This is an optimization exercise on Yosys and OpenROAD, whose aim is small area, a short achievable clock period and few clock cycles per item, not a production implementation.
Only simulation tests tie the RTL to the original design; equivalence was not proved.

==> flow/design.v (excerpt) <==
module sha256_core (
    input  wire         clk,
    input  wire         rst,         
    input  wire         in_valid,
    output wire         in_ready,
    input  wire         in_first,    
    input  wire [511:0] in_block,
    output reg          out_valid,
    output wire [255:0] out_digest
);
    localparam [255:0] IV = {32'h6a09e667, 32'hbb67ae85, 32'h3c6ef372, 32'ha54ff53a,
                             32'h510e527f, 32'h9b05688c, 32'h1f83d9ab, 32'h5be0cd19};
    function [31:0] rotr(input [31:0] x, input integer n);
        rotr = (x >> n) | (x << (32 - n));
    endfunction
    reg        rdy;          
    reg        rnd;          
    reg        fin;          
    reg  [5:0] cnt;          
    reg  [2:0] ph;           
    reg        fst;          
    reg        gate;         
    reg        ivm;          
    reg  [1:0] stp;          
    assign in_ready = rdy;
    wire acc  = in_valid && rdy;
    wire idle = !rnd && !fin;
    wire rlast = rnd && (cnt == 6'd63);
    always @(posedge clk) begin
        if (rst) begin
            rdy       <= 1'b1;
            rnd       <= 1'b0;
            fin       <= 1'b0;
            cnt       <= 6'd63;
            ph        <= 3'd4;
            gate      <= 1'b0;
            out_valid <= 1'b0;
        end else begin
            rdy       <= !acc && (rlast || (idle && ph == 3'd3));
            rnd       <= acc || (rnd && cnt != 6'd63);
            fin       <= rlast;
            out_valid <= fin;
            gate      <= rnd && (cnt[5:2] == 4'hf);
            if (acc)
                cnt <= 6'd0;
            else if (rnd && cnt != 6'd63)
                cnt <= cnt + 6'd1;
            if (fin || ph == 3'd4)
                ph <= 3'd0;
            else
                ph <= ph + 3'd1;
        end
    end
    always @(posedge clk) begin
        if (acc)
            fst <= in_first;
        ivm <= rnd && (cnt[5:2] == 4'hf) && fst;
        stp <= cnt[1:0] + 2'd1;
    end
    reg  [31:0] kr;
    wire [31:0] knext;
    sha256_k u_k (.t(cnt + 6'd1), .k(knext));
    always @(posedge clk)
        kr <= knext;
    reg  [31:0] a, b, c, d, e, f, g, h;
    reg  [31:0] w [0:15];
    wire [31:0] w0  = w[0];
    wire [31:0] bs0 = rotr(a, 2) ^ rotr(a, 13) ^ rotr(a, 22);
    wire [31:0] bs1 = rotr(e, 6) ^ rotr(e, 11) ^ rotr(e, 25);
  ...
Size: roughly 4900 cells after synthesis, about 1100 flip-flops, about 770 I/O pins, ~0.053 mm2 of cells after synthesis.
clock: 12.0 ns
lec_check: 0
cap_margin: 20
core_margin: 2
core_utilization: 40
slew_margin: 20
run.sh (not shown) runs the stock make flow with config.mk's settings and CLKGATE_MAP_FILE= SYNTH_SCRIPT=/design/flow/synth_recipe.tcl, a recipe that flattens the netlist after the stock synthesis.
The starting point completed with no timing, DRC or antenna violations.
Testbench counts at the start, summed over its fixed seeds: cycles 80,616, blocks 1,240.
Change:
==> flow/flow/run.sh (new file) <==
#!/bin/bash
# The standard layout (the standard.sh: the standard synthesis, then
# ORFS's floorplan, placement, CTS and routing at the design's clock and
# constraints) with these changes to how the layout is made:
#  - the port buffers are sky130_fd_sc_hd__buf_1 (ORFS picks a 10 um2
#    delay buffer); every input and output port still gets its buffer
#  - clock tree: no dummy loads, sinks clustered by 20 within 80 um
#  - timing repair aims at 7.75 ns of setup slack, so it sizes the
#    critical paths past the point where the 12 ns clock is met
# The make output goes to flow_make.log in this folder; ORFS writes each
# step's own log under orfs/logs.
set -euo pipefail
bash standard.sh \
  BUFFER_PORTS_ARGS="-buffer_cell sky130_fd_sc_hd__buf_1" \
  CTS_ARGS="-sink_clustering_enable -repair_clock_nets -dont_use_dummy_load -sink_clustering_size 20 -sink_clustering_max_diameter 80" \
  SETUP_SLACK_MARGIN=7.75 \
  finish > flow_make.log 2>&1
==> flow/standard.sh (new file) <==
#!/bin/bash
# synth_recipe.tcl (not shown) runs the flow's synth.tcl, then flattens the netlist and writes it again
# the make line also repeats each setting of config.mk as NAME=value (left out here)
make -C /OpenROAD-flow-scripts/flow DESIGN_CONFIG=/design/flow/config.mk WORK_HOME=/design/flow/orfs CLKGATE_MAP_FILE= SYNTH_SCRIPT=/design/flow/synth_recipe.tcl "${@:-finish}"
--- a/flow/config.mk
+++ b/flow/config.mk
@@ -8 +8,2 @@
-export CAP_MARGIN = 20
+export ABC_AREA = 1
+export CAP_MARGIN = 30
@@ -10,2 +11,2 @@
-export CORE_UTILIZATION = 40
-export SLEW_MARGIN = 20
+export CORE_UTILIZATION = 55
+export SLEW_MARGIN = 30
removed: flow/run.sh
Result: Clock-buffer cell count went down by 80; final cell count went up by 23%; routed wire length went up by 1.7%; core utilization went up by 13 points; global-route usage went up by 10 points.

==> what the ideal ports hide <==
The flow's constraints put no driver on any port. The routed layouts listed below were extracted and timed again, unchanged, in two steps. Step 1: set_driving_cell puts a clkbuf_16 on clk and a buf_2 on each other input, an assumption about the parent block. Step 2, shift: input delay + t, output delay - t, t = (earliest + latest rising clock arrival at the registers) / 2. This alone moves slack from input paths to output paths. a / b / c = ideal ports / drivers / drivers and shift; a / b = the first two.
run	shift t [ns]	setup WS [ns]	clock arrival spread, ns	cell pins on the clock port's net
the first run	0.845	6.068 / 6.068 / 6.068	0.033 / 0.033	1
the second run	0.724	7.674 / 7.674 / 7.254	0.089 / 0.089	1
After both steps every run listed still meets setup and hold. The setup slack of the second run, which loses most, moves by 0.000 ns with the drivers and by -0.420 ns with both steps.
